From an optimization exercise on the open Yosys and OpenROAD flow, aimed at small area, a short achievable clock period and few clock cycles per item; shortcuts taken in it are not production practice.
In this exercise RTL edits were held to simulation tests only and were not proved equivalent to the original.

==> try-umber <==
==> flow/design.v (excerpt) <==
module cq32_block (
    input  wire        clk,
    input  wire        rst,         
    input  wire        coef_we,
    input  wire [2:0]  coef_addr,
    input  wire [37:0] coef_data,   
    input  wire        clr,         
    input  wire        in_valid,
    output wire        in_ready,
    input  wire [1:0]  in_mode,     
    input  wire [31:0] in_x,
    output reg         out_valid,
    output reg  [31:0] out_y,
    output reg         out_acc_sat,
    output reg  [1:0]  out_sat
);
    localparam MODE_PI = 2'd0, MODE_PID = 2'd1, MODE_BQ = 2'd2, MODE_SAT = 2'd3;
    localparam OP_SIG = 3'd0, OP_Y = 3'd1, OP_S1 = 3'd2, OP_ONE = 3'd3, OP_YF = 3'd4, OP_S1F = 3'd5;
    localparam I_ZERO = 3'd0, I_S0 = 3'd1, I_S1 = 3'd2, I_R = 3'd3, I_Q = 3'd4;
    localparam F_NONE = 4'd0, F_Y = 4'd1, F_YLIM = 4'd2, F_S0LIM = 4'd3,
               F_S0SAT = 4'd4, F_S1SAT = 4'd5, F_QLD = 4'd6, F_LLD = 4'd7,
               F_HLD = 4'd8;
    reg signed [31:0] cval [0:7];
    reg        [5:0]  cshf [0:7];
    reg signed [47:0] s0, s1;
    reg signed [31:0] s2;           
    always @(posedge clk) begin
        if (coef_we) begin
            cval[coef_addr] <= coef_data[31:0];
            cshf[coef_addr] <= coef_data[37:32];
        end
    end
    reg signed [79:0] q;
    reg signed [47:0] hreg;
    reg               l_gt_h;
    reg               lim_v;
    reg [1:0]         lim_m;
    reg        av;         
    reg        st;         
    reg [2:0]  e;          
    reg [1:0]  am;
  ...
Settings: LEC_CHECK=0, CAP_MARGIN=20, CORE_MARGIN=2, CORE_UTILIZATION=50, PLACE_DENSITY=0.65, SLEW_MARGIN=20; clock period 28.0 ns.
standard.sh (not shown) runs the stock make flow with config.mk's settings and CLKGATE_MAP_FILE= SYNTH_SCRIPT=/design/flow/synth_recipe.tcl, a recipe that flattens the netlist after the stock synthesis.
==> flow/flow/run.sh <==
#!/bin/bash
# Layout flow: the standard flow (standard.sh) unchanged, with two
# settings for the layout steps passed through the environment:
#  - the buffers that every input and output port gets are buf_4 cells
#    (the default choice is a slow delay-buffer cell);
set -euo pipefail
export BUFFER_PORTS_ARGS="-buffer_cell sky130_fd_sc_hd__buf_4"
export SETUP_SLACK_MARGIN=20.5
bash standard.sh synth > synth.log 2>&1
bash standard.sh finish > layout.log 2>&1
==> inputs of try-willow, as changes to try-umber <==
--- a/flow/design.v
+++ b/flow/design.v
@@ -19,12 +19,13 @@
     localparam I_ZERO = 3'd0, I_S0 = 3'd1, I_S1 = 3'd2, I_R = 3'd3, I_Q = 3'd4;
     localparam F_NONE = 4'd0, F_Y = 4'd1, F_YLIM = 4'd2, F_S0LIM = 4'd3,
                F_S0SAT = 4'd4, F_S1SAT = 4'd5, F_QLD = 4'd6, F_LLD = 4'd7,
                F_HLD = 4'd8;
     reg signed [31:0] cval [0:7];
     reg        [5:0]  cshf [0:7];
+    reg        [31:0] y_r;          
     reg signed [47:0] s0, s1;
     reg signed [31:0] s2;           
     always @(posedge clk) begin
         if (coef_we) begin
             cval[coef_addr] <= coef_data[31:0];
             cshf[coef_addr] <= coef_data[37:32];
@@ -40,12 +41,13 @@
     reg [2:0]  e;          
     reg [1:0]  am;
     reg signed [31:0] ax;
     reg [1:0]  lastm;      
     reg        mv, xv, fv;
     reg [48:0] m_opnd;     
+    reg [48:0] m_opnd_n;   
     reg [2:0]  m_init;
     reg [3:0]  m_f;
     reg        m_first, m_last;
     reg [5:0]  m_k;
     reg [15:0] b_neg, b_one, b_two;      
     reg [2:0]  x_init;
@@ -127,23 +129,28 @@
             d1[bi] = cb[2*bi+1] ^ cb[2*bi];
             d2[bi] = (cb[2*bi+2] & ~cb[2*bi+1] & ~cb[2*bi]) | (~cb[2*bi+2] & cb[2*bi+1] & cb[2*bi]);
             dn[bi] = (cb[2*bi+2] & ~(cb[2*bi+1] & cb[2*bi])) ^ d_neg;
         end
     end
     wire signed [32:0] dx = {ax[31], ax} - {s2[31], s2};
-    wire [48:0] opnd = m_opnd;
-    wire [49:0] a50 = {opnd[48], opnd};
+    reg  [48:0] d_opnd;
+    wire [49:0] a50 = {m_opnd[48], m_opnd};
     wire [50:0] a51 = {a50, 1'b0};
+    wire [49:0] b50 = ~{m_opnd_n[48], m_opnd_n};
+    wire [50:0] b51 = {b50, 1'b0};
     reg  [79:0] rows [0:15];
     reg  [79:0] negs;
     integer ri;
     always @* begin
         negs = 80'd0;
         for (ri = 0; ri < 16; ri = ri + 1) begin
             rows[ri] = 80'd0;
-            rows[ri][2*ri +: 50] = (({50{b_one[ri]}} & a50) | ({50{b_two[ri]}} & a51[49:0])) ^ {50{b_neg[ri]}};
+            if (ri < 8)
+                rows[ri][2*ri +: 50] = (({50{b_one[ri]}} & a50) | ({50{b_two[ri]}} & a51[49:0])) ^ {50{b_neg[ri]}};
+            else
+                rows[ri][2*ri +: 50] = (({50{b_one[ri]}} & b50) | ({50{b_two[ri]}} & b51[49:0])) ^ {50{b_neg[ri]}};
             rows[ri][2*ri+49]    = ~rows[ri][2*ri+49];
             negs[2*ri]           = b_neg[ri];
         end
     end
     function [79:0] sext_const;
         input dummy;
@@ -212,71 +219,63 @@
             F_S0SAT, F_S1SAT: begin f_accs = acc_sat; f_sat = st_hi || st_lo; end
             default: ;
         endcase
     end
     wire        accs_tot = (f_first ? 1'b0 : acc_sat_r) | f_accs;
     wire [1:0]  sat_tot  = (f_first ? 2'd0 : sat_cnt) + {1'b0, f_sat};
+    always @* begin
+        case (d_op)
+            OP_SIG:  d_opnd = {(d_dx ? dx : {ax[31], ax}), 16'd0};
+            OP_Y:    d_opnd = {y_r[31], y_r, 16'd0};
+            OP_YF:   d_opnd = {y_val[31], y_val, 16'd0};
+            OP_S1:   d_opnd = {s1[47], s1};
+            OP_S1F:  d_opnd = {st_val[47], st_val};
+            default: d_opnd = 49'd65536;
+        endcase
+    end
     always @(posedge clk) begin
         m_init <= d_init; m_f <= d_f;
         m_first <= d_first; m_last <= d_last; m_k <= ckk;
-        case (d_op)
-            OP_SIG:  m_opnd <= {(d_dx ? dx : {ax[31], ax}), 16'd0};
-            OP_Y:    m_opnd <= {out_y[31], out_y, 16'd0};
-            OP_YF:   m_opnd <= {y_val[31], y_val, 16'd0};
-            OP_S1:   m_opnd <= {s1[47], s1};
-            OP_S1F:  m_opnd <= {st_val[47], st_val};
-            default: m_opnd <= 49'd65536;
-        endcase
+        m_opnd   <= d_opnd;
+        m_opnd_n <= ~d_opnd;
         b_neg <= dn; b_one <= d1; b_two <= d2;
         p <= prod;
         x_k <= m_k; x_init <= m_init;
         x_first <= m_first;
         r <= sum;
         f_first <= x_first;
         if (rdy) begin
             am <= in_mode; ax <= in_x;
         end
         if (fv) begin
             case (f_f)
-                F_Y, F_YLIM: out_y <= y_val;
+                F_Y, F_YLIM: y_r <= y_val;
                 F_QLD, F_LLD: q <= r[79:0];
                 F_HLD: begin hreg <= r[47:0]; l_gt_h <= lt_l; end    
                 default: ;
             endcase
         end
+        out_y       <= (f_f == F_Y || f_f == F_YLIM) ? y_val : y_r;
         acc_sat_r   <= accs_tot;
         sat_cnt     <= sat_tot;
         out_acc_sat <= accs_tot;
         out_sat     <= sat_tot;
         if (rst) begin
             av <= 1'b0; st <= 1'b0; e <= 3'd0;
             mv <= 1'b0; xv <= 1'b0; fv <= 1'b0;
             x_f <= F_NONE; f_f <= F_NONE; x_last <= 1'b0; f_last <= 1'b0;
             out_valid <= 1'b0;
             in_ready_r <= 1'b1;
             rdy_n      <= 1'b0;
             lim_v <= 1'b0;
-            s0 <= 48'd0; s1 <= 48'd0; s2 <= 32'd0;
         end else begin
-            if (clr) begin
-                s0 <= 48'd0; s1 <= 48'd0; s2 <= 32'd0;
-            end
-            if (fv) begin
-                case (f_f)
-                    F_S0LIM: s0 <= limv;
-                    F_S0SAT: s0 <= st_val;
-                    F_S1SAT: s1 <= st_val;
-                    default: ;
-                endcase
-            end
             if (coef_we) lim_v <= 1'b0;
             if (issue) begin
                 lastm <= am;
                 if (e_cur == 3'd0) begin lim_v <= !coef_we; lim_m <= am; end
                 if (am == MODE_BQ) lim_v <= 1'b0;
-                if (d_last && am == MODE_PID) s2 <= ax;
                 st <= !d_last;
                 e  <= e_cur + 3'd1;
             end
             if (issue_last) av <= 1'b0;
             if (acc_in) begin
                 av <= 1'b1; st <= 1'b0;
@@ -286,7 +285,24 @@
             mv <= issue;
             xv <= mv; x_f <= mv ? m_f : F_NONE; x_last <= mv && m_last;
             fv <= xv; f_f <= x_f; f_last <= x_last;
             out_valid <= fv && f_last;
         end
     end
+    reg s_clr;
+    always @(posedge clk) begin
+        s_clr <= rst || clr;
+        if (s_clr) begin
+            s0 <= 48'd0; s1 <= 48'd0; s2 <= 32'd0;
+        end else begin
+            if (fv) begin
+                case (f_f)
+                    F_S0LIM: s0 <= limv;
+                    F_S0SAT: s0 <= st_val;
+                    F_S1SAT: s1 <= st_val;
+                    default: ;
+                endcase
+            end
+            if (issue && d_last && am == MODE_PID) s2 <= ax;
+        end
+    end
 endmodule
==> flow/flow/run.sh (replaced) <==
#!/bin/bash
# Layout flow: the standard flow (standard.sh) unchanged, with two
# settings for the layout steps passed through the environment:
#  - the buffers that every input and output port gets are buf_4 cells
#    (the default choice is a slow delay-buffer cell);
set -euo pipefail
export BUFFER_PORTS_ARGS="-buffer_cell sky130_fd_sc_hd__buf_4"
export SETUP_SLACK_MARGIN=21.0
bash standard.sh synth > synth.log 2>&1
bash standard.sh finish > layout.log 2>&1
CTS_CLUSTER_DIAMETER = 80   (was not set)
CTS_CLUSTER_SIZE = 24   (was not set)
==> summary of the runs <==
try-umber produced a clean layout. try-willow went through all stages and came out clean. Of try-willow and try-umber, try-umber has the higher clock skew (gap 39 ps). Between try-umber and try-willow, the lower synthesized area is in try-umber (gap 1.5%, measured against try-willow). Between try-umber and try-willow, the lower worst setup slack is in try-umber (gap 240 ps). Of try-umber and try-willow, try-willow has the higher critical path depth (gap 1). Of try-willow and try-umber, try-umber has the higher first-iteration DRC count (gap about 14%, measured against try-umber). In try-umber the register-to-register slack is lower than in try-willow, by 240 ps. Against try-umber, the via count of try-willow is smaller by 0.67%. Final area: try-willow is higher than try-umber (about 3%).
==> figures <==
metric                                                         try-umber              try-willow
Overall fraction of global-route tracks in use                     35.0%                   35.3%
Number of global-route vias before repair                         72,800                  72,900
Gpl congestion                                                     0.996                    1.04
M1 WL                                                             131 mm                  131 mm
Result of the run                               timing/DRC/antenna clean  timing/DRC/antenna clean
Top-count cell post-synth                       sky130_fd_sc_hd__a22oi_1  sky130_fd_sc_hd__inv_1
Via Count                                                         75,900                  75,400
Synth Area in Compound Gates                                       18.6%                   17.0%
Endpoint arrival time on the critical path                       8110 ps                 7890 ps
Num tapcells                                                       2,340                   2,355
Worst path depth                                                      23                      24
Die height                                                        424 um                  427 um
Global-route track usage on met1                                   49.8%                   47.4%
Row count                                                            154                     155
Critical path startpoint                                b_one[4]$_DFF_P_        b_two[8]$_DFF_P_
Count of sequential standard cells                                   940                   1,022
Met3 Routed Length                                               47.8 mm                 43.1 mm
Testbench counts of try-umber, summed over its fixed seeds: cycles 13,072, items 3,072.
Testbench counts of try-willow, summed over its fixed seeds: cycles 13,072, items 3,072.

static timing again, ports no longer ideal:
The results above use ideal ports. As a check the final layouts listed here were re-extracted and re-timed, cells and wires unchanged.
Step 1 sets driving cells, clkbuf_16 on the clock port and buf_2 on the other inputs (assumed; they add their load-dependent delay and slew).
Step 2 times the ports against the registers' clock, not the clock port: input delays grow and output delays shrink by t, the midpoint of the rising clock arrivals with the driver on.
a / b / c = ideal / step 1 / step 2; a / b = the first two.
| run | t, ns | slack for setup (ns) | worst setup path after step 2 | latest minus earliest clock arrival (ns) |
|---|---|---|---|---|
| try-umber | 0.818 | 20.543 / 20.543 / 20.205 | input to register | 0.107 / 0.108 |
| try-willow | 0.844 | 20.784 / 20.784 / 20.784 | register to register | 0.069 / 0.069 |
After both steps setup and hold are still met in every run listed. The setup slack of try-umber, which loses most, moves by 0.000 ns with the drivers and by -0.338 ns with both steps.
